This design comes from an exercise in tuning for small area, a short achievable clock period and few clock cycles on the open sky130 flow, not from production work.
Where RTL was checked, it was by simulation tests only, not by an equivalence proof against the original.

## job 101
==> module aes_key_step, before the edit <==
module aes_key_step (
    input  wire [127:0] key_in,
    input  wire [7:0]   rcon,
    output wire [127:0] key_out
);
    wire [31:0] w0 = key_in[127:96];
    wire [31:0] w1 = key_in[95:64];
    wire [31:0] w2 = key_in[63:32];
    wire [31:0] w3 = key_in[31:0];
    wire [31:0] sw;
    aes_sbox u_s0 (.x(w3[23:16]), .y(sw[31:24]));
    aes_sbox u_s1 (.x(w3[15:8]),  .y(sw[23:16]));
    aes_sbox u_s2 (.x(w3[7:0]),   .y(sw[15:8]));
    aes_sbox u_s3 (.x(w3[31:24]), .y(sw[7:0]));
    wire [31:0] w0r = w0 ^ {rcon, 24'd0};
    wire [31:0] c12, c123, n0, n1, n2, n3;
    genvar i;
    generate
        for (i = 0; i < 32; i = i + 1) begin : g_x
            cm_xor2 u_c12  (.a(w1[i]),   .b(w2[i]), .y(c12[i]));
            cm_xor2 u_c123 (.a(c12[i]),  .b(w3[i]), .y(c123[i]));
            cm_xor2 u_n0   (.a(w0r[i]),  .b(sw[i]), .y(n0[i]));
            cm_xor2 u_n1   (.a(n0[i]),   .b(w1[i]), .y(n1[i]));
            cm_xor2 u_n2   (.a(n0[i]),   .b(c12[i]), .y(n2[i]));
            cm_xor2 u_n3   (.a(n0[i]),   .b(c123[i]), .y(n3[i]));
        end
    endgenerate
    assign key_out = {n0, n1, n2, n3};
endmodule
export LEC_CHECK = 0
export CAP_MARGIN = 20
export CORE_MARGIN = 2
export CORE_UTILIZATION = 40
export CTS_BUF_LIST = sky130_fd_sc_hd__clkbuf_8 sky130_fd_sc_hd__clkbuf_16
export CTS_CLUSTER_DIAMETER = 100
export CTS_CLUSTER_SIZE = 20
export PLACE_DENSITY = 0.55
export SETUP_SLACK_MARGIN = 4.2
export SLEW_MARGIN = 20
export SYNTH_HIERARCHICAL = 1
export SYNTH_MINIMUM_KEEP_SIZE = 0
create_clock -name core_clock -period 10.0 [get_ports {clk}]
standard.sh (not shown) runs the stock make flow with config.mk's settings and CLKGATE_MAP_FILE= SYNTH_SCRIPT=/design/flow/synth_recipe.tcl, a recipe that flattens the netlist after the stock synthesis.
==> flow/flow/run.sh <==
#!/bin/bash
set -eu -o pipefail
bash standard.sh synth > synth.log 2>&1
bash standard.sh "BUFFER_PORTS_ARGS=-buffer_cell sky130_fd_sc_hd__buf_1" finish > layout.log 2>&1
For job 102, these inputs were changed with respect to job 101:
-- flow/design.v --
<<< job 101, line 210
    aes_sbox u_s2 (.x(w3[7:0]),   .y(sw[15:8]));
    aes_sbox u_s3 (.x(w3[31:24]), .y(sw[7:0]));
    wire [31:0] w0r = w0 ^ {rcon, 24'd0};
    wire [31:0] c12, c123, n0, n1, n2, n3;
    genvar i;
    generate
        for (i = 0; i < 32; i = i + 1) begin : g_x
            cm_xor2 u_c12  (.a(w1[i]),   .b(w2[i]), .y(c12[i]));
            cm_xor2 u_c123 (.a(c12[i]),  .b(w3[i]), .y(c123[i]));
            cm_xor2 u_n0   (.a(w0r[i]),  .b(sw[i]), .y(n0[i]));
            cm_xor2 u_n1   (.a(n0[i]),   .b(w1[i]), .y(n1[i]));
            cm_xor2 u_n2   (.a(n0[i]),   .b(c12[i]), .y(n2[i]));
            cm_xor2 u_n3   (.a(n0[i]),   .b(c123[i]), .y(n3[i]));
        end
    endgenerate
    assign key_out = {n0, n1, n2, n3};
endmodule
>>> job 102, line 210
    aes_sbox u_s2 (.x(w3[7:0]),   .y(sw[15:8]));
    aes_sbox u_s3 (.x(w3[31:24]), .y(sw[7:0]));
    wire [31:0] n0 = w0 ^ sw ^ {rcon, 24'd0};
    wire [31:0] n1 = w1 ^ n0;
    wire [31:0] n2 = w2 ^ n1;
    wire [31:0] n3 = w3 ^ n2;
    assign key_out = {n0, n1, n2, n3};
endmodule
Results
Setup slack: job 102 less than job 101
Taking job 101 as the reference, in job 102 post-CTS clock slew at the launch and capture registers of the worst setup and hold paths stayed essentially flat; placer congestion estimate decreased 2.7%; setup clock skew after layout went down; number of inserted filler cells in the final layout saw a decrease.
From job 101 to job 102 the numbers moved as follows: multi-input combinational cell area fell about 0.8%; final worst hold slack -0.019 ns; deepest clock path buffer count saw little to no change.
Testbench counts of job 102, summed over its fixed seeds: cycles 77,494.
Only the layout flow was run in job 101; the RTL was not checked for function there.

[what the ideal ports hide]
The results above use ideal ports. As a check the final layouts listed here were re-extracted and re-timed, cells and wires unchanged.
Step 1 sets driving cells, clkbuf_16 on the clock port and buf_2 on the other inputs (assumed; they add their load-dependent delay and slew).
Step 2 also shifts input and output timing later by t, the mid clock arrival at the registers, as if the neighbouring blocks saw the same clock.
Slacks: no drivers / after step 1 / after step 2; pairs: no drivers / after step 1.
run	t (ns)	setup slack, ns	worst setup path after step 2
job 101	0.741	4.394 / 4.394 / 4.394	register to register
job 102	0.722	4.333 / 4.333 / 4.286	input to register
After both steps every run listed still meets setup and hold. For job 102, which loses most, drivers alone change the setup slack by 0.000 ns; drivers and shift together by -0.047 ns.
